Source: an optimization exercise on an open RTL-to-GDS flow (aim: small area, a short achievable clock period and few clock cycles per item). Production flows keep margins and buffers that such runs may drop. Function was checked by simulation only, so behaviour that the tests miss may differ from the original. Power is estimated from default activity; no workload was simulated.

==> flow/design.v, too long to show whole: its modules and the start of the top module <==
// module pixconv: 4187 lines
// module pixconv_fa: 10 lines
// module pixconv_bs0: 10 lines
// module pixconv_bs1: 10 lines
module pixconv (
    input  wire        clk,
    input  wire        rst,
    input  wire        cfg_we,
    input  wire [3:0]  cfg_addr,
    input  wire [25:0] cfg_wdata,
    input  wire        in_valid,
    output wire        in_ready,
    input  wire        in_sof,
    input  wire        in_eol,
    input  wire [11:0] in_c0,
    input  wire [11:0] in_c1,
    input  wire [11:0] in_c2,
    output reg         out_valid,
    output reg  [11:0] out_c0,
    output reg  [11:0] out_c1,
    output reg  [11:0] out_c2,
    output wire [31:0] sig
);
  // ...
==> flow/run.sh <==
#!/bin/bash
# synth_recipe.tcl (not shown) runs the flow's synth.tcl, then flattens the netlist and writes it again
# the make line also repeats each setting of config.mk as NAME=value (left out here)
make -C /OpenROAD-flow-scripts/flow DESIGN_CONFIG=/design/flow/config.mk WORK_HOME=/design/flow/orfs CLKGATE_MAP_FILE= SYNTH_SCRIPT=/design/flow/synth_recipe.tcl finish
==> flow/config.mk <==
export PLATFORM = sky130hd
export DESIGN_NAME = pixconv
export DESIGN_NICKNAME = pixconv
export VERILOG_FILES = /design/flow/design.v
export SDC_FILE = /design/flow/constraint.sdc
export NUM_CORES = 4
export LEC_CHECK = 0
export CAP_MARGIN = 20
export CORE_MARGIN = 2
export CORE_UTILIZATION = 40
export PLACE_DENSITY = 0.6
export SLEW_MARGIN = 20
export SYNTH_HIERARCHICAL = 1
export SYNTH_MINIMUM_KEEP_SIZE = 0
==> flow/constraint.sdc <==
create_clock -name core_clock -period 18.0 [get_ports {clk}]
set_input_delay 3.6000 -clock core_clock [delete_from_list [all_inputs] [get_ports {clk}]]
set_output_delay 3.6000 -clock core_clock [all_outputs]
set_load 0.01 [all_outputs]
==> impl_metrics.tcl, run 1 <==
set metrics [dict create \
    outcome "timing/DRC/antenna clean" \
    crit_fanout 79 \
    powerSeq_w 0.00194 \
    ys_types 77 \
    grtUsageMet2 0.4436 \
    drt.antenna.violating_nets 0 \
    worstSetupPathType "register to register" \
    nWellTaps 2526 \
    cts_tree "yes" \
    ir_drop_mv 0.1543 \
    p_total_w 0.008597 \
    antenna_found_initial 13 \
    reg2reg_to "s1_t0[33]" \
    clock_sinks 653 \
    regArea_sq_um 13130 \
    cp_slowest_cell "buf_4" \
    period_minus_slack_ps 7636 \
    cellPowerDensity_nw_per_um2 102.4 \
    crit_cells 13 \
    cp-startpoint "bypass[0]" \
    synth_top_area_frac 0.4806 \
    multi_input_area_share 0.7255 \
    leakage_nw 22.09 \
    critPathMaxStageDelay_ps 820 \
    synth_top_family_by_area "adder cells" \
    synth-compound-area-share 0.04158 \
    syn_to_final_growth_pct 8.576 \
    drc 0 \
    skew_ps 39.07 \
    seqAreaFraction 0.1563 \
]
Testbench counts, summed over its fixed seeds: cycles 10,155, items 10,123.
==> inputs of run 2 (changes only) <==
--- a/flow/design.v
+++ b/flow/design.v
@@ -14,17 +14,17 @@
     output reg         out_valid,
     output reg  [11:0] out_c0,
     output reg  [11:0] out_c1,
     output reg  [11:0] out_c2,
     output wire [31:0] sig
 );
     reg [17:0] m00, m01, m02, m10, m11, m12, m20, m21, m22;
     reg [25:0] o0, o1, o2;
-    reg [11:0] bypass;
+    reg        bypass;
     reg [1:0]  depth;
     reg        w_we;
     reg [3:0]  w_addr;
     reg [25:0] w_data;
     always @(posedge clk) begin
         w_we   <= cfg_we & ~rst;
         w_addr <= cfg_addr;
         w_data <= cfg_wdata;
@@ -36,48 +36,40 @@
             depth <= cfg_wdata[2:1];
     end
     always @(posedge clk) begin
         if (rst) begin
             m00 <= 18'd0; m01 <= 18'd0; m02 <= 18'd0;
             m10 <= 18'd0; m11 <= 18'd0; m12 <= 18'd0;
             m20 <= 18'd0; m21 <= 18'd0; m22 <= 18'd0;
             o0 <= 26'd0; o1 <= 26'd0; o2 <= 26'd0;
-            bypass <= 12'hFFF;
+            bypass <= 1'b1;
         end else if (w_we) begin
             case (w_addr)
                 4'd0:  m00 <= w_data[17:0];
                 4'd1:  m01 <= w_data[17:0];
                 4'd2:  m02 <= w_data[17:0];
                 4'd3:  m10 <= w_data[17:0];
                 4'd4:  m11 <= w_data[17:0];
                 4'd5:  m12 <= w_data[17:0];
                 4'd6:  m20 <= w_data[17:0];
                 4'd7:  m21 <= w_data[17:0];
                 4'd8:  m22 <= w_data[17:0];
                 4'd9:  o0  <= w_data;
                 4'd10: o1  <= w_data;
                 4'd11: o2  <= w_data;
-                4'd12: bypass <= {12{w_data[0]}};
+                4'd12: bypass <= w_data[0];
                 default: ;
             endcase
         end
     end
-    wire [17:0] me00 = bypass[0] ? 18'd4096 : m00;
-    wire [17:0] me01 = bypass[1] ? 18'd0    : m01;
-    wire [17:0] me02 = bypass[2] ? 18'd0    : m02;
-    wire [17:0] me10 = bypass[3] ? 18'd0    : m10;
-    wire [17:0] me11 = bypass[4] ? 18'd4096 : m11;
-    wire [17:0] me12 = bypass[5] ? 18'd0    : m12;
-    wire [17:0] me20 = bypass[6] ? 18'd0    : m20;
-    wire [17:0] me21 = bypass[7] ? 18'd0    : m21;
-    wire [17:0] me22 = bypass[8] ? 18'd4096 : m22;
-    wire [25:0] oe0  = bypass[9]  ? 26'd0   : o0;
-    wire [25:0] oe1  = bypass[10] ? 26'd0   : o1;
-    wire [25:0] oe2  = bypass[11] ? 26'd0   : o2;
+    wire [17:0] me00 = m00, me01 = m01, me02 = m02;
+    wire [17:0] me10 = m10, me11 = m11, me12 = m12;
+    wire [17:0] me20 = m20, me21 = m21, me22 = m22;
+    wire [25:0] oe0 = o0, oe1 = o1, oe2 = o2;
     reg [1:0] x_cnt, y_cnt;
     wire [1:0] px_x = in_sof ? 2'd0 : x_cnt;
     wire [1:0] px_y = in_sof ? 2'd0 : y_cnt;
     assign in_ready = 1'b1;
     wire accept = in_valid;
     always @(posedge clk) begin
         if (rst) begin
             x_cnt <= 2'd0;
@@ -1374,78 +1366,17 @@
     wire t0_s612, t0_k612;
     pixconv_fa u_t0_612 (.a(t0_k578), .b(t0_s580), .c(t0_k579), .s(t0_s612), .co(t0_k612));
     wire t0_s613, t0_k613;
     pixconv_fa u_t0_613 (.a(t0_s582), .b(t0_k580), .c(t0_s583), .s(t0_s613), .co(t0_k613));
     wire t0_s614, t0_k614;
     pixconv_fa u_t0_614 (.a(t0_s584), .b(t0_k582), .c(t0_k583), .s(t0_s614), .co(t0_k614));
     wire t0_s615, t0_k615;
     pixconv_fa u_t0_615 (.a(t0_k529), .b(t0_k530), .c(t0_k584), .s(t0_s615), .co(t0_k615));
-    wire t0_s616, t0_k616;
-    assign t0_s616 = ~(s0_c2[0] & me02[0]) ^ ~oe0[0] ^ 1'b1;
-    assign t0_k616 = (~(s0_c2[0] & me02[0]) & ~oe0[0]) | (~(s0_c2[0] & me02[0]) & 1'b1) | (~oe0[0] & 1'b1);
-    wire t0_s617, t0_k617;
-    pixconv_fa u_t0_617 (.a(t0_k586), .b(t0_s451), .c(t0_s587), .s(t0_s617), .co(t0_k617));
-    wire t0_s618, t0_k618;
-    pixconv_fa u_t0_618 (.a(t0_k587), .b(t0_s533), .c(t0_s588), .s(t0_s618), .co(t0_k618));
-    wire t0_s619, t0_k619;
-    pixconv_fa u_t0_619 (.a(t0_k588), .b(t0_s589), .c(t0_s535), .s(t0_s619), .co(t0_k619));
-    wire t0_s620, t0_k620;
-    pixconv_fa u_t0_620 (.a(t0_k589), .b(t0_s537), .c(t0_s590), .s(t0_s620), .co(t0_k620));
-    wire t0_s621, t0_k621;
-    pixconv_fa u_t0_621 (.a(t0_k590), .b(t0_s591), .c(t0_s539), .s(t0_s621), .co(t0_k621));
-    wire t0_s622, t0_k622;
-    pixconv_fa u_t0_622 (.a(t0_k591), .b(t0_s541), .c(t0_s592), .s(t0_s622), .co(t0_k622));
-    wire t0_s623, t0_k623;
-    pixconv_fa u_t0_623 (.a(t0_k592), .b(t0_s593), .c(t0_s543), .s(t0_s623), .co(t0_k623));
-    wire t0_s624, t0_k624;
-    pixconv_fa u_t0_624 (.a(t0_k593), .b(t0_s545), .c(t0_s594), .s(t0_s624), .co(t0_k624));
-    wire t0_s625, t0_k625;
-    pixconv_fa u_t0_625 (.a(t0_s547), .b(t0_k594), .c(t0_s595), .s(t0_s625), .co(t0_k625));
-    wire t0_s626, t0_k626;
-    pixconv_fa u_t0_626 (.a(t0_s549), .b(t0_k595), .c(t0_s596), .s(t0_s626), .co(t0_k626));
-    wire t0_s627, t0_k627;
-    pixconv_fa u_t0_627 (.a(t0_k596), .b(t0_s597), .c(t0_s551), .s(t0_s627), .co(t0_k627));
-    wire t0_s628, t0_k628;
-    pixconv_fa u_t0_628 (.a(t0_k597), .b(t0_s553), .c(t0_s598), .s(t0_s628), .co(t0_k628));
-    wire t0_s629, t0_k629;
-    pixconv_fa u_t0_629 (.a(t0_s555), .b(t0_k598), .c(t0_s599), .s(t0_s629), .co(t0_k629));
-    wire t0_s630, t0_k630;
-    pixconv_fa u_t0_630 (.a(t0_s557), .b(t0_k599), .c(t0_s600), .s(t0_s630), .co(t0_k630));
-    wire t0_s631, t0_k631;
-    pixconv_fa u_t0_631 (.a(t0_s559), .b(t0_k600), .c(t0_s601), .s(t0_s631), .co(t0_k631));
-    wire t0_s632, t0_k632;
-    pixconv_fa u_t0_632 (.a(t0_s561), .b(t0_k601), .c(t0_s602), .s(t0_s632), .co(t0_k632));
-    wire t0_s633, t0_k633;
-    pixconv_fa u_t0_633 (.a(t0_s563), .b(t0_k602), .c(t0_s603), .s(t0_s633), .co(t0_k633));
-    wire t0_s634, t0_k634;
-    pixconv_fa u_t0_634 (.a(t0_s565), .b(t0_k603), .c(t0_s604), .s(t0_s634), .co(t0_k634));
-    wire t0_s635, t0_k635;
-    pixconv_fa u_t0_635 (.a(t0_s567), .b(t0_k604), .c(t0_s605), .s(t0_s635), .co(t0_k635));
-    wire t0_s636, t0_k636;
-    pixconv_fa u_t0_636 (.a(t0_s569), .b(t0_k605), .c(t0_s606), .s(t0_s636), .co(t0_k636));
-    wire t0_s637, t0_k637;
-    pixconv_fa u_t0_637 (.a(t0_s571), .b(t0_k606), .c(t0_s607), .s(t0_s637), .co(t0_k637));
-    wire t0_s638, t0_k638;
-    pixconv_fa u_t0_638 (.a(t0_s573), .b(t0_k607), .c(t0_s608), .s(t0_s638), .co(t0_k638));
-    wire t0_s639, t0_k639;
-    pixconv_fa u_t0_639 (.a(t0_s575), .b(t0_k608), .c(t0_s609), .s(t0_s639), .co(t0_k639));
-    wire t0_s640, t0_k640;
-    pixconv_fa u_t0_640 (.a(t0_k575), .b(t0_s610), .c(t0_k609), .s(t0_s640), .co(t0_k640));
-    wire t0_s641, t0_k641;
-    pixconv_fa u_t0_641 (.a(t0_s579), .b(t0_k610), .c(t0_s611), .s(t0_s641), .co(t0_k641));
-    wire t0_s642, t0_k642;
-    pixconv_fa u_t0_642 (.a(t0_s581), .b(t0_k611), .c(t0_s612), .s(t0_s642), .co(t0_k642));
-    wire t0_s643, t0_k643;
-    pixconv_fa u_t0_643 (.a(t0_k581), .b(t0_s613), .c(t0_k612), .s(t0_s643), .co(t0_k643));
-    wire t0_s644, t0_k644;
-    pixconv_fa u_t0_644 (.a(t0_s585), .b(t0_k613), .c(t0_s614), .s(t0_s644), .co(t0_k644));
-    wire t0_s645, t0_k645;
-    pixconv_fa u_t0_645 (.a(t0_k585), .b(t0_s615), .c(t0_k614), .s(t0_s645), .co(t0_k645));
-    wire [62:0] t0_out = {1'b0, t0_k645, t0_k615, t0_s645, t0_k644, t0_k643, t0_s644, t0_s643, t0_k642, t0_s642, t0_k641, t0_k640, t0_s641, t0_s640, t0_k639, t0_s639, t0_k638, t0_s638, t0_k637, t0_s637, t0_k636, t0_s636, t0_k635, t0_s635, t0_k634, t0_s634, t0_k633, t0_s633, t0_k632, t0_s632, t0_k631, t0_s631, t0_k630, t0_s630, t0_k629, t0_s629, t0_k628, t0_s628, t0_k627, t0_s627, t0_k626, t0_s626, t0_k625, t0_s625, t0_k624, t0_s624, t0_k623, t0_s623, t0_k622, t0_s622, t0_k621, t0_s621, t0_k620, t0_s620, t0_k619, t0_s619, t0_k618, t0_s618, t0_k617, t0_s617, t0_k616, t0_s586, t0_s616};
+    wire [91:0] t0_out = {1'b0, t0_k615, t0_k614, t0_s615, t0_k585, t0_s614, t0_k613, t0_s585, t0_k612, t0_s613, t0_k581, t0_s612, t0_k611, t0_s581, t0_s611, t0_k610, t0_s579, t0_k609, t0_s610, t0_k575, t0_s609, t0_k608, t0_s575, t0_s608, t0_k607, t0_s573, t0_s607, t0_k606, t0_s571, t0_s606, t0_k605, t0_s569, t0_s605, t0_k604, t0_s567, t0_s604, t0_k603, t0_s565, t0_s603, t0_k602, t0_s563, t0_s602, t0_k601, t0_s561, t0_s601, t0_k600, t0_s559, t0_s600, t0_k599, t0_s557, t0_s599, t0_k598, t0_s555, t0_s598, t0_s553, t0_k597, t0_s551, t0_s597, t0_k596, t0_s596, t0_k595, t0_s549, t0_s595, t0_k594, t0_s547, t0_s594, t0_s545, t0_k593, t0_s543, t0_s593, t0_k592, t0_s592, t0_s541, t0_k591, t0_s539, t0_s591, t0_k590, t0_s590, t0_s537, t0_k589, t0_s535, t0_s589, t0_k588, t0_s588, t0_s533, t0_k587, t0_s587, t0_s451, t0_k586, t0_s586, ~oe0[0], ~(s0_c2[0] & me02[0])};
     wire t1_s0, t1_k0;
     pixconv_fa u_t1_0 (.a(~(s0_c0[0] & me10[9])), .b(~(s0_c0[1] & me10[8])), .c(~(s0_c0[2] & me10[7])), .s(t1_s0), .co(t1_k0));
     wire t1_s1, t1_k1;
     assign t1_s1 = ~(s0_c0[3] & me10[6]) ^ ~(s0_c0[4] & me10[5]) ^ 1'b1;
     assign t1_k1 = (~(s0_c0[3] & me10[6]) & ~(s0_c0[4] & me10[5])) | (~(s0_c0[3] & me10[6]) & 1'b1) | (~(s0_c0[4] & me10[5]) & 1'b1);
     wire t1_s2, t1_k2;
     pixconv_fa u_t1_2 (.a(~(s0_c0[0] & me10[10])), .b(~(s0_c0[1] & me10[9])), .c(~(s0_c0[2] & me10[8])), .s(t1_s2), .co(t1_k2));
     wire t1_s3, t1_k3;
@@ -2694,78 +2625,17 @@
     wire t1_s612, t1_k612;
     pixconv_fa u_t1_612 (.a(t1_k578), .b(t1_s580), .c(t1_k579), .s(t1_s612), .co(t1_k612));
     wire t1_s613, t1_k613;
     pixconv_fa u_t1_613 (.a(t1_s582), .b(t1_k580), .c(t1_s583), .s(t1_s613), .co(t1_k613));
     wire t1_s614, t1_k614;
     pixconv_fa u_t1_614 (.a(t1_s584), .b(t1_k582), .c(t1_k583), .s(t1_s614), .co(t1_k614));
     wire t1_s615, t1_k615;
     pixconv_fa u_t1_615 (.a(t1_k529), .b(t1_k530), .c(t1_k584), .s(t1_s615), .co(t1_k615));
-    wire t1_s616, t1_k616;
-    assign t1_s616 = ~(s0_c2[0] & me12[0]) ^ ~oe1[0] ^ 1'b1;
-    assign t1_k616 = (~(s0_c2[0] & me12[0]) & ~oe1[0]) | (~(s0_c2[0] & me12[0]) & 1'b1) | (~oe1[0] & 1'b1);
-    wire t1_s617, t1_k617;
-    pixconv_fa u_t1_617 (.a(t1_k586), .b(t1_s451), .c(t1_s587), .s(t1_s617), .co(t1_k617));
-    wire t1_s618, t1_k618;
-    pixconv_fa u_t1_618 (.a(t1_k587), .b(t1_s533), .c(t1_s588), .s(t1_s618), .co(t1_k618));
-    wire t1_s619, t1_k619;
-    pixconv_fa u_t1_619 (.a(t1_k588), .b(t1_s589), .c(t1_s535), .s(t1_s619), .co(t1_k619));
-    wire t1_s620, t1_k620;
-    pixconv_fa u_t1_620 (.a(t1_k589), .b(t1_s537), .c(t1_s590), .s(t1_s620), .co(t1_k620));
-    wire t1_s621, t1_k621;
-    pixconv_fa u_t1_621 (.a(t1_k590), .b(t1_s591), .c(t1_s539), .s(t1_s621), .co(t1_k621));
-    wire t1_s622, t1_k622;
-    pixconv_fa u_t1_622 (.a(t1_k591), .b(t1_s541), .c(t1_s592), .s(t1_s622), .co(t1_k622));
-    wire t1_s623, t1_k623;
-    pixconv_fa u_t1_623 (.a(t1_k592), .b(t1_s593), .c(t1_s543), .s(t1_s623), .co(t1_k623));
-    wire t1_s624, t1_k624;
-    pixconv_fa u_t1_624 (.a(t1_k593), .b(t1_s545), .c(t1_s594), .s(t1_s624), .co(t1_k624));
-    wire t1_s625, t1_k625;
-    pixconv_fa u_t1_625 (.a(t1_s547), .b(t1_k594), .c(t1_s595), .s(t1_s625), .co(t1_k625));
-    wire t1_s626, t1_k626;
-    pixconv_fa u_t1_626 (.a(t1_s549), .b(t1_k595), .c(t1_s596), .s(t1_s626), .co(t1_k626));
-    wire t1_s627, t1_k627;
-    pixconv_fa u_t1_627 (.a(t1_k596), .b(t1_s597), .c(t1_s551), .s(t1_s627), .co(t1_k627));
-    wire t1_s628, t1_k628;
-    pixconv_fa u_t1_628 (.a(t1_k597), .b(t1_s553), .c(t1_s598), .s(t1_s628), .co(t1_k628));
-    wire t1_s629, t1_k629;
-    pixconv_fa u_t1_629 (.a(t1_s555), .b(t1_k598), .c(t1_s599), .s(t1_s629), .co(t1_k629));
-    wire t1_s630, t1_k630;
-    pixconv_fa u_t1_630 (.a(t1_s557), .b(t1_k599), .c(t1_s600), .s(t1_s630), .co(t1_k630));
-    wire t1_s631, t1_k631;
-    pixconv_fa u_t1_631 (.a(t1_s559), .b(t1_k600), .c(t1_s601), .s(t1_s631), .co(t1_k631));
-    wire t1_s632, t1_k632;
-    pixconv_fa u_t1_632 (.a(t1_s561), .b(t1_k601), .c(t1_s602), .s(t1_s632), .co(t1_k632));
-    wire t1_s633, t1_k633;
-    pixconv_fa u_t1_633 (.a(t1_s563), .b(t1_k602), .c(t1_s603), .s(t1_s633), .co(t1_k633));
-    wire t1_s634, t1_k634;
-    pixconv_fa u_t1_634 (.a(t1_s565), .b(t1_k603), .c(t1_s604), .s(t1_s634), .co(t1_k634));
-    wire t1_s635, t1_k635;
-    pixconv_fa u_t1_635 (.a(t1_s567), .b(t1_k604), .c(t1_s605), .s(t1_s635), .co(t1_k635));
-    wire t1_s636, t1_k636;
-    pixconv_fa u_t1_636 (.a(t1_s569), .b(t1_k605), .c(t1_s606), .s(t1_s636), .co(t1_k636));
-    wire t1_s637, t1_k637;
-    pixconv_fa u_t1_637 (.a(t1_s571), .b(t1_k606), .c(t1_s607), .s(t1_s637), .co(t1_k637));
-    wire t1_s638, t1_k638;
-    pixconv_fa u_t1_638 (.a(t1_s573), .b(t1_k607), .c(t1_s608), .s(t1_s638), .co(t1_k638));
-    wire t1_s639, t1_k639;
-    pixconv_fa u_t1_639 (.a(t1_s575), .b(t1_k608), .c(t1_s609), .s(t1_s639), .co(t1_k639));
-    wire t1_s640, t1_k640;
-    pixconv_fa u_t1_640 (.a(t1_k575), .b(t1_s610), .c(t1_k609), .s(t1_s640), .co(t1_k640));
-    wire t1_s641, t1_k641;
-    pixconv_fa u_t1_641 (.a(t1_s579), .b(t1_k610), .c(t1_s611), .s(t1_s641), .co(t1_k641));
-    wire t1_s642, t1_k642;
-    pixconv_fa u_t1_642 (.a(t1_s581), .b(t1_k611), .c(t1_s612), .s(t1_s642), .co(t1_k642));
-    wire t1_s643, t1_k643;
-    pixconv_fa u_t1_643 (.a(t1_k581), .b(t1_s613), .c(t1_k612), .s(t1_s643), .co(t1_k643));
-    wire t1_s644, t1_k644;
-    pixconv_fa u_t1_644 (.a(t1_s585), .b(t1_k613), .c(t1_s614), .s(t1_s644), .co(t1_k644));
-    wire t1_s645, t1_k645;
-    pixconv_fa u_t1_645 (.a(t1_k585), .b(t1_s615), .c(t1_k614), .s(t1_s645), .co(t1_k645));
-    wire [62:0] t1_out = {1'b0, t1_k645, t1_k615, t1_s645, t1_k644, t1_k643, t1_s644, t1_s643, t1_k642, t1_s642, t1_k641, t1_k640, t1_s641, t1_s640, t1_k639, t1_s639, t1_k638, t1_s638, t1_k637, t1_s637, t1_k636, t1_s636, t1_k635, t1_s635, t1_k634, t1_s634, t1_k633, t1_s633, t1_k632, t1_s632, t1_k631, t1_s631, t1_k630, t1_s630, t1_k629, t1_s629, t1_k628, t1_s628, t1_k627, t1_s627, t1_k626, t1_s626, t1_k625, t1_s625, t1_k624, t1_s624, t1_k623, t1_s623, t1_k622, t1_s622, t1_k621, t1_s621, t1_k620, t1_s620, t1_k619, t1_s619, t1_k618, t1_s618, t1_k617, t1_s617, t1_k616, t1_s586, t1_s616};
+    wire [91:0] t1_out = {1'b0, t1_k615, t1_k614, t1_s615, t1_k585, t1_s614, t1_k613, t1_s585, t1_k612, t1_s613, t1_k581, t1_s612, t1_k611, t1_s581, t1_s611, t1_k610, t1_s579, t1_k609, t1_s610, t1_k575, t1_s609, t1_k608, t1_s575, t1_s608, t1_k607, t1_s573, t1_s607, t1_k606, t1_s571, t1_s606, t1_k605, t1_s569, t1_s605, t1_k604, t1_s567, t1_s604, t1_k603, t1_s565, t1_s603, t1_k602, t1_s563, t1_s602, t1_k601, t1_s561, t1_s601, t1_k600, t1_s559, t1_s600, t1_k599, t1_s557, t1_s599, t1_k598, t1_s555, t1_s598, t1_s553, t1_k597, t1_s551, t1_s597, t1_k596, t1_s596, t1_k595, t1_s549, t1_s595, t1_k594, t1_s547, t1_s594, t1_s545, t1_k593, t1_s543, t1_s593, t1_k592, t1_s592, t1_s541, t1_k591, t1_s539, t1_s591, t1_k590, t1_s590, t1_s537, t1_k589, t1_s535, t1_s589, t1_k588, t1_s588, t1_s533, t1_k587, t1_s587, t1_s451, t1_k586, t1_s586, ~oe1[0], ~(s0_c2[0] & me12[0])};
     wire t2_s0, t2_k0;
     pixconv_fa u_t2_0 (.a(~(s0_c0[0] & me20[9])), .b(~(s0_c0[1] & me20[8])), .c(~(s0_c0[2] & me20[7])), .s(t2_s0), .co(t2_k0));
     wire t2_s1, t2_k1;
     assign t2_s1 = ~(s0_c0[3] & me20[6]) ^ ~(s0_c0[4] & me20[5]) ^ 1'b1;
     assign t2_k1 = (~(s0_c0[3] & me20[6]) & ~(s0_c0[4] & me20[5])) | (~(s0_c0[3] & me20[6]) & 1'b1) | (~(s0_c0[4] & me20[5]) & 1'b1);
     wire t2_s2, t2_k2;
     pixconv_fa u_t2_2 (.a(~(s0_c0[0] & me20[10])), .b(~(s0_c0[1] & me20[9])), .c(~(s0_c0[2] & me20[8])), .s(t2_s2), .co(t2_k2));
     wire t2_s3, t2_k3;
@@ -4014,101 +3884,227 @@
     wire t2_s612, t2_k612;
     pixconv_fa u_t2_612 (.a(t2_k578), .b(t2_s580), .c(t2_k579), .s(t2_s612), .co(t2_k612));
     wire t2_s613, t2_k613;
     pixconv_fa u_t2_613 (.a(t2_s582), .b(t2_k580), .c(t2_s583), .s(t2_s613), .co(t2_k613));
     wire t2_s614, t2_k614;
     pixconv_fa u_t2_614 (.a(t2_s584), .b(t2_k582), .c(t2_k583), .s(t2_s614), .co(t2_k614));
     wire t2_s615, t2_k615;
     pixconv_fa u_t2_615 (.a(t2_k529), .b(t2_k530), .c(t2_k584), .s(t2_s615), .co(t2_k615));
-    wire t2_s616, t2_k616;
-    assign t2_s616 = ~(s0_c2[0] & me22[0]) ^ ~oe2[0] ^ 1'b1;
-    assign t2_k616 = (~(s0_c2[0] & me22[0]) & ~oe2[0]) | (~(s0_c2[0] & me22[0]) & 1'b1) | (~oe2[0] & 1'b1);
-    wire t2_s617, t2_k617;
-    pixconv_fa u_t2_617 (.a(t2_k586), .b(t2_s451), .c(t2_s587), .s(t2_s617), .co(t2_k617));
-    wire t2_s618, t2_k618;
-    pixconv_fa u_t2_618 (.a(t2_k587), .b(t2_s533), .c(t2_s588), .s(t2_s618), .co(t2_k618));
-    wire t2_s619, t2_k619;
-    pixconv_fa u_t2_619 (.a(t2_k588), .b(t2_s589), .c(t2_s535), .s(t2_s619), .co(t2_k619));
-    wire t2_s620, t2_k620;
-    pixconv_fa u_t2_620 (.a(t2_k589), .b(t2_s537), .c(t2_s590), .s(t2_s620), .co(t2_k620));
-    wire t2_s621, t2_k621;
-    pixconv_fa u_t2_621 (.a(t2_k590), .b(t2_s591), .c(t2_s539), .s(t2_s621), .co(t2_k621));
-    wire t2_s622, t2_k622;
-    pixconv_fa u_t2_622 (.a(t2_k591), .b(t2_s541), .c(t2_s592), .s(t2_s622), .co(t2_k622));
-    wire t2_s623, t2_k623;
-    pixconv_fa u_t2_623 (.a(t2_k592), .b(t2_s593), .c(t2_s543), .s(t2_s623), .co(t2_k623));
-    wire t2_s624, t2_k624;
-    pixconv_fa u_t2_624 (.a(t2_k593), .b(t2_s545), .c(t2_s594), .s(t2_s624), .co(t2_k624));
-    wire t2_s625, t2_k625;
-    pixconv_fa u_t2_625 (.a(t2_s547), .b(t2_k594), .c(t2_s595), .s(t2_s625), .co(t2_k625));
-    wire t2_s626, t2_k626;
-    pixconv_fa u_t2_626 (.a(t2_s549), .b(t2_k595), .c(t2_s596), .s(t2_s626), .co(t2_k626));
-    wire t2_s627, t2_k627;
-    pixconv_fa u_t2_627 (.a(t2_k596), .b(t2_s597), .c(t2_s551), .s(t2_s627), .co(t2_k627));
-    wire t2_s628, t2_k628;
-    pixconv_fa u_t2_628 (.a(t2_k597), .b(t2_s553), .c(t2_s598), .s(t2_s628), .co(t2_k628));
-    wire t2_s629, t2_k629;
-    pixconv_fa u_t2_629 (.a(t2_s555), .b(t2_k598), .c(t2_s599), .s(t2_s629), .co(t2_k629));
-    wire t2_s630, t2_k630;
-    pixconv_fa u_t2_630 (.a(t2_s557), .b(t2_k599), .c(t2_s600), .s(t2_s630), .co(t2_k630));
-    wire t2_s631, t2_k631;
-    pixconv_fa u_t2_631 (.a(t2_s559), .b(t2_k600), .c(t2_s601), .s(t2_s631), .co(t2_k631));
-    wire t2_s632, t2_k632;
-    pixconv_fa u_t2_632 (.a(t2_s561), .b(t2_k601), .c(t2_s602), .s(t2_s632), .co(t2_k632));
-    wire t2_s633, t2_k633;
-    pixconv_fa u_t2_633 (.a(t2_s563), .b(t2_k602), .c(t2_s603), .s(t2_s633), .co(t2_k633));
-    wire t2_s634, t2_k634;
-    pixconv_fa u_t2_634 (.a(t2_s565), .b(t2_k603), .c(t2_s604), .s(t2_s634), .co(t2_k634));
-    wire t2_s635, t2_k635;
-    pixconv_fa u_t2_635 (.a(t2_s567), .b(t2_k604), .c(t2_s605), .s(t2_s635), .co(t2_k635));
-    wire t2_s636, t2_k636;
-    pixconv_fa u_t2_636 (.a(t2_s569), .b(t2_k605), .c(t2_s606), .s(t2_s636), .co(t2_k636));
-    wire t2_s637, t2_k637;
-    pixconv_fa u_t2_637 (.a(t2_s571), .b(t2_k606), .c(t2_s607), .s(t2_s637), .co(t2_k637));
-    wire t2_s638, t2_k638;
-    pixconv_fa u_t2_638 (.a(t2_s573), .b(t2_k607), .c(t2_s608), .s(t2_s638), .co(t2_k638));
-    wire t2_s639, t2_k639;
-    pixconv_fa u_t2_639 (.a(t2_s575), .b(t2_k608), .c(t2_s609), .s(t2_s639), .co(t2_k639));
-    wire t2_s640, t2_k640;
-    pixconv_fa u_t2_640 (.a(t2_k575), .b(t2_s610), .c(t2_k609), .s(t2_s640), .co(t2_k640));
-    wire t2_s641, t2_k641;
-    pixconv_fa u_t2_641 (.a(t2_s579), .b(t2_k610), .c(t2_s611), .s(t2_s641), .co(t2_k641));
-    wire t2_s642, t2_k642;
-    pixconv_fa u_t2_642 (.a(t2_s581), .b(t2_k611), .c(t2_s612), .s(t2_s642), .co(t2_k642));
-    wire t2_s643, t2_k643;
-    pixconv_fa u_t2_643 (.a(t2_k581), .b(t2_s613), .c(t2_k612), .s(t2_s643), .co(t2_k643));
-    wire t2_s644, t2_k644;
-    pixconv_fa u_t2_644 (.a(t2_s585), .b(t2_k613), .c(t2_s614), .s(t2_s644), .co(t2_k644));
-    wire t2_s645, t2_k645;
-    pixconv_fa u_t2_645 (.a(t2_k585), .b(t2_s615), .c(t2_k614), .s(t2_s645), .co(t2_k645));
-    wire [62:0] t2_out = {1'b0, t2_k645, t2_k615, t2_s645, t2_k644, t2_k643, t2_s644, t2_s643, t2_k642, t2_s642, t2_k641, t2_k640, t2_s641, t2_s640, t2_k639, t2_s639, t2_k638, t2_s638, t2_k637, t2_s637, t2_k636, t2_s636, t2_k635, t2_s635, t2_k634, t2_s634, t2_k633, t2_s633, t2_k632, t2_s632, t2_k631, t2_s631, t2_k630, t2_s630, t2_k629, t2_s629, t2_k628, t2_s628, t2_k627, t2_s627, t2_k626, t2_s626, t2_k625, t2_s625, t2_k624, t2_s624, t2_k623, t2_s623, t2_k622, t2_s622, t2_k621, t2_s621, t2_k620, t2_s620, t2_k619, t2_s619, t2_k618, t2_s618, t2_k617, t2_s617, t2_k616, t2_s586, t2_s616};
+    wire [91:0] t2_out = {1'b0, t2_k615, t2_k614, t2_s615, t2_k585, t2_s614, t2_k613, t2_s585, t2_k612, t2_s613, t2_k581, t2_s612, t2_k611, t2_s581, t2_s611, t2_k610, t2_s579, t2_k609, t2_s610, t2_k575, t2_s609, t2_k608, t2_s575, t2_s608, t2_k607, t2_s573, t2_s607, t2_k606, t2_s571, t2_s606, t2_k605, t2_s569, t2_s605, t2_k604, t2_s567, t2_s604, t2_k603, t2_s565, t2_s603, t2_k602, t2_s563, t2_s602, t2_k601, t2_s561, t2_s601, t2_k600, t2_s559, t2_s600, t2_k599, t2_s557, t2_s599, t2_k598, t2_s555, t2_s598, t2_s553, t2_k597, t2_s551, t2_s597, t2_k596, t2_s596, t2_k595, t2_s549, t2_s595, t2_k594, t2_s547, t2_s594, t2_s545, t2_k593, t2_s543, t2_s593, t2_k592, t2_s592, t2_s541, t2_k591, t2_s539, t2_s591, t2_k590, t2_s590, t2_s537, t2_k589, t2_s535, t2_s589, t2_k588, t2_s588, t2_s533, t2_k587, t2_s587, t2_s451, t2_k586, t2_s586, ~oe2[0], ~(s0_c2[0] & me22[0])};
     reg        s1_valid, s1_sof;
-    reg [62:0] s1_t0;
-    reg [62:0] s1_t1;
-    reg [62:0] s1_t2;
+    reg [91:0] s1_t0;
+    reg [91:0] s1_t1;
+    reg [91:0] s1_t2;
+    reg [12:0] s1_ct0, s1_ct1, s1_ct2;    
     always @(posedge clk) begin
         s1_valid <= s0_valid & ~rst;
         s1_sof   <= s0_sof;
         s1_t0  <= t0_out;
         s1_t1  <= t1_out;
         s1_t2  <= t2_out;
+        s1_ct0 <= {1'b0, s0_c0} + {7'd0, dt};
+        s1_ct1 <= {1'b0, s0_c1} + {7'd0, dt};
+        s1_ct2 <= {1'b0, s0_c2} + {7'd0, dt};
     end
-    wire [31:0] a00 = ~{s1_t0[62], s1_t0[60], s1_t0[58], s1_t0[56], s1_t0[54], s1_t0[52], s1_t0[50], s1_t0[48], s1_t0[46], s1_t0[44], s1_t0[42], s1_t0[40], s1_t0[38], s1_t0[36], s1_t0[34], s1_t0[32], s1_t0[30], s1_t0[28], s1_t0[26], s1_t0[24], s1_t0[22], s1_t0[20], s1_t0[18], s1_t0[16], s1_t0[14], s1_t0[12], s1_t0[10], s1_t0[8], s1_t0[6], s1_t0[4], s1_t0[2], s1_t0[0]};
-    wire [31:0] a01 = ~{1'b1, s1_t0[61], s1_t0[59], s1_t0[57], s1_t0[55], s1_t0[53], s1_t0[51], s1_t0[49], s1_t0[47], s1_t0[45], s1_t0[43], s1_t0[41], s1_t0[39], s1_t0[37], s1_t0[35], s1_t0[33], s1_t0[31], s1_t0[29], s1_t0[27], s1_t0[25], s1_t0[23], s1_t0[21], s1_t0[19], s1_t0[17], s1_t0[15], s1_t0[13], s1_t0[11], s1_t0[9], s1_t0[7], s1_t0[5], s1_t0[3], s1_t0[1]};
+    wire f0_s0, f0_k0;
+    assign f0_s0 = s1_t0[0] ^ s1_t0[1] ^ 1'b1;
+    assign f0_k0 = (s1_t0[0] & s1_t0[1]) | (s1_t0[0] & 1'b1) | (s1_t0[1] & 1'b1);
+    wire f0_s1, f0_k1;
+    pixconv_fa u_f0_1 (.a(s1_t0[3]), .b(s1_t0[4]), .c(s1_t0[5]), .s(f0_s1), .co(f0_k1));
+    wire f0_s2, f0_k2;
+    pixconv_fa u_f0_2 (.a(s1_t0[6]), .b(s1_t0[7]), .c(s1_t0[8]), .s(f0_s2), .co(f0_k2));
+    wire f0_s3, f0_k3;
+    pixconv_fa u_f0_3 (.a(s1_t0[9]), .b(s1_t0[10]), .c(s1_t0[11]), .s(f0_s3), .co(f0_k3));
+    wire f0_s4, f0_k4;
+    pixconv_fa u_f0_4 (.a(s1_t0[12]), .b(s1_t0[13]), .c(s1_t0[14]), .s(f0_s4), .co(f0_k4));
+    wire f0_s5, f0_k5;
+    pixconv_fa u_f0_5 (.a(s1_t0[15]), .b(s1_t0[16]), .c(s1_t0[17]), .s(f0_s5), .co(f0_k5));
+    wire f0_s6, f0_k6;
+    pixconv_fa u_f0_6 (.a(s1_t0[18]), .b(s1_t0[19]), .c(s1_t0[20]), .s(f0_s6), .co(f0_k6));
+    wire f0_s7, f0_k7;
+    pixconv_fa u_f0_7 (.a(s1_t0[21]), .b(s1_t0[22]), .c(s1_t0[23]), .s(f0_s7), .co(f0_k7));
+    wire f0_s8, f0_k8;
+    pixconv_fa u_f0_8 (.a(s1_t0[24]), .b(s1_t0[25]), .c(s1_t0[26]), .s(f0_s8), .co(f0_k8));
+    wire f0_s9, f0_k9;
+    pixconv_fa u_f0_9 (.a(s1_t0[27]), .b(s1_t0[28]), .c(s1_t0[29]), .s(f0_s9), .co(f0_k9));
+    wire f0_s10, f0_k10;
+    pixconv_fa u_f0_10 (.a(s1_t0[30]), .b(s1_t0[31]), .c(s1_t0[32]), .s(f0_s10), .co(f0_k10));
+    wire f0_s11, f0_k11;
+    pixconv_fa u_f0_11 (.a(s1_t0[33]), .b(s1_t0[34]), .c(s1_t0[35]), .s(f0_s11), .co(f0_k11));
+    wire f0_s12, f0_k12;
+    pixconv_fa u_f0_12 (.a(s1_t0[36]), .b(s1_t0[37]), .c(s1_t0[38]), .s(f0_s12), .co(f0_k12));
+    wire f0_s13, f0_k13;
+    pixconv_fa u_f0_13 (.a(s1_t0[39]), .b(s1_t0[40]), .c(s1_t0[41]), .s(f0_s13), .co(f0_k13));
+    wire f0_s14, f0_k14;
+    pixconv_fa u_f0_14 (.a(s1_t0[42]), .b(s1_t0[43]), .c(s1_t0[44]), .s(f0_s14), .co(f0_k14));
+    wire f0_s15, f0_k15;
+    pixconv_fa u_f0_15 (.a(s1_t0[45]), .b(s1_t0[46]), .c(s1_t0[47]), .s(f0_s15), .co(f0_k15));
+    wire f0_s16, f0_k16;
+    pixconv_fa u_f0_16 (.a(s1_t0[48]), .b(s1_t0[49]), .c(s1_t0[50]), .s(f0_s16), .co(f0_k16));
+    wire f0_s17, f0_k17;
+    pixconv_fa u_f0_17 (.a(s1_t0[51]), .b(s1_t0[52]), .c(s1_t0[53]), .s(f0_s17), .co(f0_k17));
+    wire f0_s18, f0_k18;
+    pixconv_fa u_f0_18 (.a(s1_t0[54]), .b(s1_t0[55]), .c(s1_t0[56]), .s(f0_s18), .co(f0_k18));
+    wire f0_s19, f0_k19;
+    pixconv_fa u_f0_19 (.a(s1_t0[57]), .b(s1_t0[58]), .c(s1_t0[59]), .s(f0_s19), .co(f0_k19));
+    wire f0_s20, f0_k20;
+    pixconv_fa u_f0_20 (.a(s1_t0[60]), .b(s1_t0[61]), .c(s1_t0[62]), .s(f0_s20), .co(f0_k20));
+    wire f0_s21, f0_k21;
+    pixconv_fa u_f0_21 (.a(s1_t0[63]), .b(s1_t0[64]), .c(s1_t0[65]), .s(f0_s21), .co(f0_k21));
+    wire f0_s22, f0_k22;
+    pixconv_fa u_f0_22 (.a(s1_t0[66]), .b(s1_t0[67]), .c(s1_t0[68]), .s(f0_s22), .co(f0_k22));
+    wire f0_s23, f0_k23;
+    pixconv_fa u_f0_23 (.a(s1_t0[69]), .b(s1_t0[70]), .c(s1_t0[71]), .s(f0_s23), .co(f0_k23));
+    wire f0_s24, f0_k24;
+    pixconv_fa u_f0_24 (.a(s1_t0[72]), .b(s1_t0[73]), .c(s1_t0[74]), .s(f0_s24), .co(f0_k24));
+    wire f0_s25, f0_k25;
+    pixconv_fa u_f0_25 (.a(s1_t0[75]), .b(s1_t0[76]), .c(s1_t0[77]), .s(f0_s25), .co(f0_k25));
+    wire f0_s26, f0_k26;
+    pixconv_fa u_f0_26 (.a(s1_t0[78]), .b(s1_t0[79]), .c(s1_t0[80]), .s(f0_s26), .co(f0_k26));
+    wire f0_s27, f0_k27;
+    pixconv_fa u_f0_27 (.a(s1_t0[81]), .b(s1_t0[82]), .c(s1_t0[83]), .s(f0_s27), .co(f0_k27));
+    wire f0_s28, f0_k28;
+    pixconv_fa u_f0_28 (.a(s1_t0[84]), .b(s1_t0[85]), .c(s1_t0[86]), .s(f0_s28), .co(f0_k28));
+    wire f0_s29, f0_k29;
+    pixconv_fa u_f0_29 (.a(s1_t0[87]), .b(s1_t0[88]), .c(s1_t0[89]), .s(f0_s29), .co(f0_k29));
+    wire [31:0] a00 = ~{s1_t0[91], f0_k29, f0_k28, f0_k27, f0_k26, f0_k25, f0_k24, f0_k23, f0_k22, f0_k21, f0_k20, f0_k19, f0_k18, f0_k17, f0_k16, f0_k15, f0_k14, f0_k13, f0_k12, f0_k11, f0_k10, f0_k9, f0_k8, f0_k7, f0_k6, f0_k5, f0_k4, f0_k3, f0_k2, f0_k1, f0_k0, f0_s0};
+    wire [31:0] a01 = ~{1'b1, s1_t0[90], f0_s29, f0_s28, f0_s27, f0_s26, f0_s25, f0_s24, f0_s23, f0_s22, f0_s21, f0_s20, f0_s19, f0_s18, f0_s17, f0_s16, f0_s15, f0_s14, f0_s13, f0_s12, f0_s11, f0_s10, f0_s9, f0_s8, f0_s7, f0_s6, f0_s5, f0_s4, f0_s3, f0_s2, f0_s1, s1_t0[2]};
     wire [31:0] acc0 = a00 + a01;
-    wire [19:0] u0 = acc0[31:12];
-    wire [31:0] a10 = ~{s1_t1[62], s1_t1[60], s1_t1[58], s1_t1[56], s1_t1[54], s1_t1[52], s1_t1[50], s1_t1[48], s1_t1[46], s1_t1[44], s1_t1[42], s1_t1[40], s1_t1[38], s1_t1[36], s1_t1[34], s1_t1[32], s1_t1[30], s1_t1[28], s1_t1[26], s1_t1[24], s1_t1[22], s1_t1[20], s1_t1[18], s1_t1[16], s1_t1[14], s1_t1[12], s1_t1[10], s1_t1[8], s1_t1[6], s1_t1[4], s1_t1[2], s1_t1[0]};
-    wire [31:0] a11 = ~{1'b1, s1_t1[61], s1_t1[59], s1_t1[57], s1_t1[55], s1_t1[53], s1_t1[51], s1_t1[49], s1_t1[47], s1_t1[45], s1_t1[43], s1_t1[41], s1_t1[39], s1_t1[37], s1_t1[35], s1_t1[33], s1_t1[31], s1_t1[29], s1_t1[27], s1_t1[25], s1_t1[23], s1_t1[21], s1_t1[19], s1_t1[17], s1_t1[15], s1_t1[13], s1_t1[11], s1_t1[9], s1_t1[7], s1_t1[5], s1_t1[3], s1_t1[1]};
+    wire [19:0] u0 = bypass ? {7'd0, s1_ct0} : acc0[31:12];
+    wire f1_s0, f1_k0;
+    assign f1_s0 = s1_t1[0] ^ s1_t1[1] ^ 1'b1;
+    assign f1_k0 = (s1_t1[0] & s1_t1[1]) | (s1_t1[0] & 1'b1) | (s1_t1[1] & 1'b1);
+    wire f1_s1, f1_k1;
+    pixconv_fa u_f1_1 (.a(s1_t1[3]), .b(s1_t1[4]), .c(s1_t1[5]), .s(f1_s1), .co(f1_k1));
+    wire f1_s2, f1_k2;
+    pixconv_fa u_f1_2 (.a(s1_t1[6]), .b(s1_t1[7]), .c(s1_t1[8]), .s(f1_s2), .co(f1_k2));
+    wire f1_s3, f1_k3;
+    pixconv_fa u_f1_3 (.a(s1_t1[9]), .b(s1_t1[10]), .c(s1_t1[11]), .s(f1_s3), .co(f1_k3));
+    wire f1_s4, f1_k4;
+    pixconv_fa u_f1_4 (.a(s1_t1[12]), .b(s1_t1[13]), .c(s1_t1[14]), .s(f1_s4), .co(f1_k4));
+    wire f1_s5, f1_k5;
+    pixconv_fa u_f1_5 (.a(s1_t1[15]), .b(s1_t1[16]), .c(s1_t1[17]), .s(f1_s5), .co(f1_k5));
+    wire f1_s6, f1_k6;
+    pixconv_fa u_f1_6 (.a(s1_t1[18]), .b(s1_t1[19]), .c(s1_t1[20]), .s(f1_s6), .co(f1_k6));
+    wire f1_s7, f1_k7;
+    pixconv_fa u_f1_7 (.a(s1_t1[21]), .b(s1_t1[22]), .c(s1_t1[23]), .s(f1_s7), .co(f1_k7));
+    wire f1_s8, f1_k8;
+    pixconv_fa u_f1_8 (.a(s1_t1[24]), .b(s1_t1[25]), .c(s1_t1[26]), .s(f1_s8), .co(f1_k8));
+    wire f1_s9, f1_k9;
+    pixconv_fa u_f1_9 (.a(s1_t1[27]), .b(s1_t1[28]), .c(s1_t1[29]), .s(f1_s9), .co(f1_k9));
+    wire f1_s10, f1_k10;
+    pixconv_fa u_f1_10 (.a(s1_t1[30]), .b(s1_t1[31]), .c(s1_t1[32]), .s(f1_s10), .co(f1_k10));
+    wire f1_s11, f1_k11;
+    pixconv_fa u_f1_11 (.a(s1_t1[33]), .b(s1_t1[34]), .c(s1_t1[35]), .s(f1_s11), .co(f1_k11));
+    wire f1_s12, f1_k12;
+    pixconv_fa u_f1_12 (.a(s1_t1[36]), .b(s1_t1[37]), .c(s1_t1[38]), .s(f1_s12), .co(f1_k12));
+    wire f1_s13, f1_k13;
+    pixconv_fa u_f1_13 (.a(s1_t1[39]), .b(s1_t1[40]), .c(s1_t1[41]), .s(f1_s13), .co(f1_k13));
+    wire f1_s14, f1_k14;
+    pixconv_fa u_f1_14 (.a(s1_t1[42]), .b(s1_t1[43]), .c(s1_t1[44]), .s(f1_s14), .co(f1_k14));
+    wire f1_s15, f1_k15;
+    pixconv_fa u_f1_15 (.a(s1_t1[45]), .b(s1_t1[46]), .c(s1_t1[47]), .s(f1_s15), .co(f1_k15));
+    wire f1_s16, f1_k16;
+    pixconv_fa u_f1_16 (.a(s1_t1[48]), .b(s1_t1[49]), .c(s1_t1[50]), .s(f1_s16), .co(f1_k16));
+    wire f1_s17, f1_k17;
+    pixconv_fa u_f1_17 (.a(s1_t1[51]), .b(s1_t1[52]), .c(s1_t1[53]), .s(f1_s17), .co(f1_k17));
+    wire f1_s18, f1_k18;
+    pixconv_fa u_f1_18 (.a(s1_t1[54]), .b(s1_t1[55]), .c(s1_t1[56]), .s(f1_s18), .co(f1_k18));
+    wire f1_s19, f1_k19;
+    pixconv_fa u_f1_19 (.a(s1_t1[57]), .b(s1_t1[58]), .c(s1_t1[59]), .s(f1_s19), .co(f1_k19));
+    wire f1_s20, f1_k20;
+    pixconv_fa u_f1_20 (.a(s1_t1[60]), .b(s1_t1[61]), .c(s1_t1[62]), .s(f1_s20), .co(f1_k20));
+    wire f1_s21, f1_k21;
+    pixconv_fa u_f1_21 (.a(s1_t1[63]), .b(s1_t1[64]), .c(s1_t1[65]), .s(f1_s21), .co(f1_k21));
+    wire f1_s22, f1_k22;
+    pixconv_fa u_f1_22 (.a(s1_t1[66]), .b(s1_t1[67]), .c(s1_t1[68]), .s(f1_s22), .co(f1_k22));
+    wire f1_s23, f1_k23;
+    pixconv_fa u_f1_23 (.a(s1_t1[69]), .b(s1_t1[70]), .c(s1_t1[71]), .s(f1_s23), .co(f1_k23));
+    wire f1_s24, f1_k24;
+    pixconv_fa u_f1_24 (.a(s1_t1[72]), .b(s1_t1[73]), .c(s1_t1[74]), .s(f1_s24), .co(f1_k24));
+    wire f1_s25, f1_k25;
+    pixconv_fa u_f1_25 (.a(s1_t1[75]), .b(s1_t1[76]), .c(s1_t1[77]), .s(f1_s25), .co(f1_k25));
+    wire f1_s26, f1_k26;
+    pixconv_fa u_f1_26 (.a(s1_t1[78]), .b(s1_t1[79]), .c(s1_t1[80]), .s(f1_s26), .co(f1_k26));
+    wire f1_s27, f1_k27;
+    pixconv_fa u_f1_27 (.a(s1_t1[81]), .b(s1_t1[82]), .c(s1_t1[83]), .s(f1_s27), .co(f1_k27));
+    wire f1_s28, f1_k28;
+    pixconv_fa u_f1_28 (.a(s1_t1[84]), .b(s1_t1[85]), .c(s1_t1[86]), .s(f1_s28), .co(f1_k28));
+    wire f1_s29, f1_k29;
+    pixconv_fa u_f1_29 (.a(s1_t1[87]), .b(s1_t1[88]), .c(s1_t1[89]), .s(f1_s29), .co(f1_k29));
+    wire [31:0] a10 = ~{s1_t1[91], f1_k29, f1_k28, f1_k27, f1_k26, f1_k25, f1_k24, f1_k23, f1_k22, f1_k21, f1_k20, f1_k19, f1_k18, f1_k17, f1_k16, f1_k15, f1_k14, f1_k13, f1_k12, f1_k11, f1_k10, f1_k9, f1_k8, f1_k7, f1_k6, f1_k5, f1_k4, f1_k3, f1_k2, f1_k1, f1_k0, f1_s0};
+    wire [31:0] a11 = ~{1'b1, s1_t1[90], f1_s29, f1_s28, f1_s27, f1_s26, f1_s25, f1_s24, f1_s23, f1_s22, f1_s21, f1_s20, f1_s19, f1_s18, f1_s17, f1_s16, f1_s15, f1_s14, f1_s13, f1_s12, f1_s11, f1_s10, f1_s9, f1_s8, f1_s7, f1_s6, f1_s5, f1_s4, f1_s3, f1_s2, f1_s1, s1_t1[2]};
     wire [31:0] acc1 = a10 + a11;
-    wire [19:0] u1 = acc1[31:12];
-    wire [31:0] a20 = ~{s1_t2[62], s1_t2[60], s1_t2[58], s1_t2[56], s1_t2[54], s1_t2[52], s1_t2[50], s1_t2[48], s1_t2[46], s1_t2[44], s1_t2[42], s1_t2[40], s1_t2[38], s1_t2[36], s1_t2[34], s1_t2[32], s1_t2[30], s1_t2[28], s1_t2[26], s1_t2[24], s1_t2[22], s1_t2[20], s1_t2[18], s1_t2[16], s1_t2[14], s1_t2[12], s1_t2[10], s1_t2[8], s1_t2[6], s1_t2[4], s1_t2[2], s1_t2[0]};
-    wire [31:0] a21 = ~{1'b1, s1_t2[61], s1_t2[59], s1_t2[57], s1_t2[55], s1_t2[53], s1_t2[51], s1_t2[49], s1_t2[47], s1_t2[45], s1_t2[43], s1_t2[41], s1_t2[39], s1_t2[37], s1_t2[35], s1_t2[33], s1_t2[31], s1_t2[29], s1_t2[27], s1_t2[25], s1_t2[23], s1_t2[21], s1_t2[19], s1_t2[17], s1_t2[15], s1_t2[13], s1_t2[11], s1_t2[9], s1_t2[7], s1_t2[5], s1_t2[3], s1_t2[1]};
+    wire [19:0] u1 = bypass ? {7'd0, s1_ct1} : acc1[31:12];
+    wire f2_s0, f2_k0;
+    assign f2_s0 = s1_t2[0] ^ s1_t2[1] ^ 1'b1;
+    assign f2_k0 = (s1_t2[0] & s1_t2[1]) | (s1_t2[0] & 1'b1) | (s1_t2[1] & 1'b1);
+    wire f2_s1, f2_k1;
+    pixconv_fa u_f2_1 (.a(s1_t2[3]), .b(s1_t2[4]), .c(s1_t2[5]), .s(f2_s1), .co(f2_k1));
+    wire f2_s2, f2_k2;
+    pixconv_fa u_f2_2 (.a(s1_t2[6]), .b(s1_t2[7]), .c(s1_t2[8]), .s(f2_s2), .co(f2_k2));
+    wire f2_s3, f2_k3;
+    pixconv_fa u_f2_3 (.a(s1_t2[9]), .b(s1_t2[10]), .c(s1_t2[11]), .s(f2_s3), .co(f2_k3));
+    wire f2_s4, f2_k4;
+    pixconv_fa u_f2_4 (.a(s1_t2[12]), .b(s1_t2[13]), .c(s1_t2[14]), .s(f2_s4), .co(f2_k4));
+    wire f2_s5, f2_k5;
+    pixconv_fa u_f2_5 (.a(s1_t2[15]), .b(s1_t2[16]), .c(s1_t2[17]), .s(f2_s5), .co(f2_k5));
+    wire f2_s6, f2_k6;
+    pixconv_fa u_f2_6 (.a(s1_t2[18]), .b(s1_t2[19]), .c(s1_t2[20]), .s(f2_s6), .co(f2_k6));
+    wire f2_s7, f2_k7;
+    pixconv_fa u_f2_7 (.a(s1_t2[21]), .b(s1_t2[22]), .c(s1_t2[23]), .s(f2_s7), .co(f2_k7));
+    wire f2_s8, f2_k8;
+    pixconv_fa u_f2_8 (.a(s1_t2[24]), .b(s1_t2[25]), .c(s1_t2[26]), .s(f2_s8), .co(f2_k8));
+    wire f2_s9, f2_k9;
+    pixconv_fa u_f2_9 (.a(s1_t2[27]), .b(s1_t2[28]), .c(s1_t2[29]), .s(f2_s9), .co(f2_k9));
+    wire f2_s10, f2_k10;
+    pixconv_fa u_f2_10 (.a(s1_t2[30]), .b(s1_t2[31]), .c(s1_t2[32]), .s(f2_s10), .co(f2_k10));
+    wire f2_s11, f2_k11;
+    pixconv_fa u_f2_11 (.a(s1_t2[33]), .b(s1_t2[34]), .c(s1_t2[35]), .s(f2_s11), .co(f2_k11));
+    wire f2_s12, f2_k12;
+    pixconv_fa u_f2_12 (.a(s1_t2[36]), .b(s1_t2[37]), .c(s1_t2[38]), .s(f2_s12), .co(f2_k12));
+    wire f2_s13, f2_k13;
+    pixconv_fa u_f2_13 (.a(s1_t2[39]), .b(s1_t2[40]), .c(s1_t2[41]), .s(f2_s13), .co(f2_k13));
+    wire f2_s14, f2_k14;
+    pixconv_fa u_f2_14 (.a(s1_t2[42]), .b(s1_t2[43]), .c(s1_t2[44]), .s(f2_s14), .co(f2_k14));
+    wire f2_s15, f2_k15;
+    pixconv_fa u_f2_15 (.a(s1_t2[45]), .b(s1_t2[46]), .c(s1_t2[47]), .s(f2_s15), .co(f2_k15));
+    wire f2_s16, f2_k16;
+    pixconv_fa u_f2_16 (.a(s1_t2[48]), .b(s1_t2[49]), .c(s1_t2[50]), .s(f2_s16), .co(f2_k16));
+    wire f2_s17, f2_k17;
+    pixconv_fa u_f2_17 (.a(s1_t2[51]), .b(s1_t2[52]), .c(s1_t2[53]), .s(f2_s17), .co(f2_k17));
+    wire f2_s18, f2_k18;
+    pixconv_fa u_f2_18 (.a(s1_t2[54]), .b(s1_t2[55]), .c(s1_t2[56]), .s(f2_s18), .co(f2_k18));
+    wire f2_s19, f2_k19;
+    pixconv_fa u_f2_19 (.a(s1_t2[57]), .b(s1_t2[58]), .c(s1_t2[59]), .s(f2_s19), .co(f2_k19));
+    wire f2_s20, f2_k20;
+    pixconv_fa u_f2_20 (.a(s1_t2[60]), .b(s1_t2[61]), .c(s1_t2[62]), .s(f2_s20), .co(f2_k20));
+    wire f2_s21, f2_k21;
+    pixconv_fa u_f2_21 (.a(s1_t2[63]), .b(s1_t2[64]), .c(s1_t2[65]), .s(f2_s21), .co(f2_k21));
+    wire f2_s22, f2_k22;
+    pixconv_fa u_f2_22 (.a(s1_t2[66]), .b(s1_t2[67]), .c(s1_t2[68]), .s(f2_s22), .co(f2_k22));
+    wire f2_s23, f2_k23;
+    pixconv_fa u_f2_23 (.a(s1_t2[69]), .b(s1_t2[70]), .c(s1_t2[71]), .s(f2_s23), .co(f2_k23));
+    wire f2_s24, f2_k24;
+    pixconv_fa u_f2_24 (.a(s1_t2[72]), .b(s1_t2[73]), .c(s1_t2[74]), .s(f2_s24), .co(f2_k24));
+    wire f2_s25, f2_k25;
+    pixconv_fa u_f2_25 (.a(s1_t2[75]), .b(s1_t2[76]), .c(s1_t2[77]), .s(f2_s25), .co(f2_k25));
+    wire f2_s26, f2_k26;
+    pixconv_fa u_f2_26 (.a(s1_t2[78]), .b(s1_t2[79]), .c(s1_t2[80]), .s(f2_s26), .co(f2_k26));
+    wire f2_s27, f2_k27;
+    pixconv_fa u_f2_27 (.a(s1_t2[81]), .b(s1_t2[82]), .c(s1_t2[83]), .s(f2_s27), .co(f2_k27));
+    wire f2_s28, f2_k28;
+    pixconv_fa u_f2_28 (.a(s1_t2[84]), .b(s1_t2[85]), .c(s1_t2[86]), .s(f2_s28), .co(f2_k28));
+    wire f2_s29, f2_k29;
+    pixconv_fa u_f2_29 (.a(s1_t2[87]), .b(s1_t2[88]), .c(s1_t2[89]), .s(f2_s29), .co(f2_k29));
+    wire [31:0] a20 = ~{s1_t2[91], f2_k29, f2_k28, f2_k27, f2_k26, f2_k25, f2_k24, f2_k23, f2_k22, f2_k21, f2_k20, f2_k19, f2_k18, f2_k17, f2_k16, f2_k15, f2_k14, f2_k13, f2_k12, f2_k11, f2_k10, f2_k9, f2_k8, f2_k7, f2_k6, f2_k5, f2_k4, f2_k3, f2_k2, f2_k1, f2_k0, f2_s0};
+    wire [31:0] a21 = ~{1'b1, s1_t2[90], f2_s29, f2_s28, f2_s27, f2_s26, f2_s25, f2_s24, f2_s23, f2_s22, f2_s21, f2_s20, f2_s19, f2_s18, f2_s17, f2_s16, f2_s15, f2_s14, f2_s13, f2_s12, f2_s11, f2_s10, f2_s9, f2_s8, f2_s7, f2_s6, f2_s5, f2_s4, f2_s3, f2_s2, f2_s1, s1_t2[2]};
     wire [31:0] acc2 = a20 + a21;
-    wire [19:0] u2 = acc2[31:12];
+    wire [19:0] u2 = bypass ? {7'd0, s1_ct2} : acc2[31:12];
     function [11:0] reduce;
         input [19:0] u;      
         input [1:0]  dcode;
         reg          ovf;
         begin
             ovf = |u[18:12];
             if (u[19])
                 reduce = 12'd0;
==> run 2 against run 1 <==
  * Critical endpoint is now s1_t0[62]
  * Largest cell class unchanged
  * Area after synthesis increased by 3.4%
  * Global-route usage rose by 0.27 points
  * Synthesized cell count up 1.3%
  * Die area is 3.4% higher
  * Highest routed layer unchanged
  * Clock-buffer cell count is 10 higher
  * Still clean on timing, DRC and antenna
  * Via count increased by 2.8%
==> impl_metrics.tcl, run 2 <==
set metrics [dict create \
    grt_overflow 0 \
    leakage_nw 23.20 \
    crit_fanout 36 \
    critPathMaxStageDelay_ps 830 \
    die_x_microns 451.2 \
    worst_ep_arrival_time_ps 6020 \
    wl_per_cell_microns 27.50 \
    drv_slew 0 \
    worstSkewPairLatency_ps 770 \
    mostFrequentLayoutCells "nand2_1, fa_1, dfxtp_1" \
    wirelength_microns 286200 \
    fin_util 0.4352 \
    async_flop_share 0 \
    fill_cells 18733 \
    syn_nets 10017 \
    p_sw_w 0.003177 \
    cts-root-buf "clkbuf_16" \
    cts-resized-gates 0 \
    startpoint_type "register" \
    fin_setup_tns_ps 0 \
    worstSetupPathType "register to register" \
    combPwrFrac 0.466 \
    power.internal_w 0.004511 \
    die_h_microns 451.2 \
    synthXorXnorAreaFrac 0.06713 \
    cellPowerDensity_nw_per_um2 88.66 \
    p_total_w 0.007688 \
    synth-compound-area-share 0.04359 \
    syn_avg_cell_area_sq_um 10.12 \
    crit_cells 9 \
    synth.mux.area_fraction 0.007822 \
    ff2ff_setup_slack_ps 12570 \
    synth_top_family_by_area "adder cells" \
    p_seq_frac 0.275 \
    cp_slowest_cell "dfxtp_2" \
    antenna_found_initial 13 \
    io_pins 142 \
    cts_max_level 3 \
    first_global_vias 63632 \
    ir_drop_mv 0.1110 \
    drc 0 \
    vias 58311 \
    hp-class "register to register" \
    slew_headroom 0.1431 \
    synthAdderAreaFrac 0.4947 \
    critPathBufInv 1 \
    fmax_ghz 0.1841 \
    portBuffers 140 \
    clock_sinks 779 \
    drt_iter0_markers 6118 \
    die_area_sq_um 203500 \
    yosysSeqAreaShare 0.1950 \
    final_nets 9791 \
    syn_area_sq_um 79980 \
    grt_max_degree 102 \
    via_per_inst 5.603 \
    clock_path_buffers 3 \
    ys_ff_latch 779 \
    yosys_warnings 7 \
    synth.top_cells.by_count "nand2_1, fa_1, dfxtp_1, clkbuf_1, xnor2_1" \
    drt.antenna.violating_nets 0 \
    pwr-share-clk 0.259 \
    place_ws_ps 12610 \
    drive_gt1_frac 0.04866 \
    syn_inst 7899 \
    endpoint "s1_t0[62]" \
    initial_core_util 0.4014 \
    row_count 164 \
    synth_area_leaders "fa_1, dfxtp_1, nand2_1" \
    crit_chain "buf_4 -> nand2_1 -> fa_1 -> fa_1 -> fa_1 -> fa_1 -> fa_1 -> fa_1 -> fa_1" \
    finalSetupViolations 0 \
    cp-startpoint "s0_c1[5]" \
    final_common_cell "nand2_1" \
    gp_congestion 0.9517 \
    synth_top_area_frac 0.4656 \
    outcome "timing/DRC/antenna clean" \
    tightest_slew_ps 1285 \
    cts_tree "yes" \
    rsz0062_at_grt "no" \
    crit_path_frequent_cell "fa_1" \
    reg2reg_to "s1_t0[62]" \
    finalWorstSetupSlack_ps 12570 \
    post_cts_buffers 0 \
    grt_pass1_wl_microns 421100 \
    cts.hold.buffers_added 0 \
    min_period_over_period 0.3017 \
    crit_family "adder cells" \
    yosysMostFrequentCell "nand2_1" \
    dp_hpwl_microns 204000 \
    reg_top3 "s1_t0 (91), s1_t1 (91), s1_t2 (91)" \
    ff2ff_path_depth 9 \
    synth_ff_type "dfxtp_1" \
    synth-edff-count 0 \
    syn_to_final_growth_pct 8.429 \
    holdWs_ps 327.3 \
    grt_util_all_layers 0.2828 \
    drt-pass1-iter-count 6 \
    period_minus_slack_ps 5431 \
    synth-simple-area-share 0.1450 \
    reg2reg_from "s0_c1[5]" \
    numCtsBuffers 92 \
    clk_pin_slew_ps 60 \
    end_kind "register" \
    hold_viol_final 0 \
    swShare 0.4133 \
    core_sq_um 199200 \
    maxCapViolations 0 \
    required_ps 18590 \
    yosysTopAreaCell "fa_1" \
    ys_types 80 \
    skew_ps 66.99 \
]
==> run 2: kinds of logic (layout without fill, tap and decap cells) <==
family,after synthesis,count (layout)
and+or+nand+nor,2841,2841
other,1,5
adders and majority gates,2046,2046
xor gates and xnor gates,608,608
buffers and inverters,992,841
muxes,51,51
DFF,779,779
AOI/OAI and AO/OA,581,581
==> run 2: power by group through the flow <==
stage	combinational, W	sequential (W)	clock (W)
after global placement	0.00355	0.00215	0
final	0.00358	0.00212	0.00199
after CTS	0.00357	0.00211	0.00203
after global routing	0.00384	0.00213	0.00209
after detailed placement	0.00355	0.00215	0
after floorplan	0.00247	0.00203	0
==> run 2: cell type report <==
cell class | instances | area (sq um) | area share
multi-input cells | 6128 | 60740 | 0.7004
flip-flops and latches | 779 | 15650 | 0.1804
well taps | 2656 | 3323 | 0.03832
clock buffers | 114 | 2555 | 0.02946
repair buffers | 232 | 2105 | 0.02427
inverters | 440 | 1652 | 0.01905
clock inverters | 55 | 693.2 | 0.007993
diodes | 4 | 10.01 | 0.0001154
==> run 2: per-module statistics from Yosys, one instance, submodules excluded <==
module | copies in the design | flops+latches
pixconv | 1 | 779
pixconv_fa | 1857 | 0
==> run 2: worst min-delay path by stage <==
| stage | start | to | slack [ps] | depth (start not counted) |
|---|---|---|---|---|
| floorplan | s0_sof | s1_sof | 310 | 0 |
| global placement | s0_sof | s1_sof | 310 | 0 |
| detailed placement | s0_sof | s1_sof | 310 | 0 |
| CTS | s0_sof | s1_sof | 330 | 0 |
| global route | s0_sof | s1_sof | 330 | 0 |
| finish | s0_sof | s1_sof | 330 | 0 |
==> run 2: worst register-to-register path, delay by kind of cell (launching register included) <==
| kind | cells | cell delay (ps) |
|---|---|---|
| fa+ha+maj | 7 | 3380 |
| buf+inv | 1 | 800 |
| flops | 1 | 830 |
| simple gates | 1 | 250 |
==> run 2: layer usage <==
metal / part of all wire / vias up / GRT usage
met3: 0.11 / 910 / 0.07547
met4: 0.067 / 14 / 0.1643
met5: 0.00032 / - / 0
met2: 0.45 / 3825 / 0.4418
met1: 0.37 / 29985 / 0.3532
li1: - / 23577 / -
==> run 2: metrics by stage <==
stage,instances,area [sq um]
after floorplan,7899,79980
after global placement,10233,83430
after detailed placement,10233,83440
after CTS,10402,86680
after global routing,10405,86710
final,10408,86720
Testbench counts of run 2, summed over its fixed seeds: cycles 10,155, items 10,123.

==> what the ideal ports hide <==
In the flow no input, the clock included, has a driving cell. The finished layouts below were timed again as built, in two steps.
Step 1, drivers: a clkbuf_16 drives clk and a buf_2 each remaining input, both assumed.
Step 2 also shifts input and output timing later by t, the mid clock arrival at the registers, as if the neighbouring blocks saw the same clock.
Slacks: ideal / step 1 / step 2; pairs: ideal / step 1.
run | t (ns) | setup WS [ns] | hold WS [ns] | worst setup path at the end | worst slew at a driven data input, ns
run 1 | 0.796 | 10.364 / 10.364 / 10.364 | 0.331 / 0.331 / 0.331 | register to register | 0.12
run 2 | 0.828 | 12.569 / 12.569 / 12.441 | 0.327 / 0.327 / 0.327 | input to register | 0.11
After both steps setup and hold are still met in every run listed. The setup slack of run 2, which loses most, moves by 0.000 ns with the drivers and by -0.128 ns with both steps.
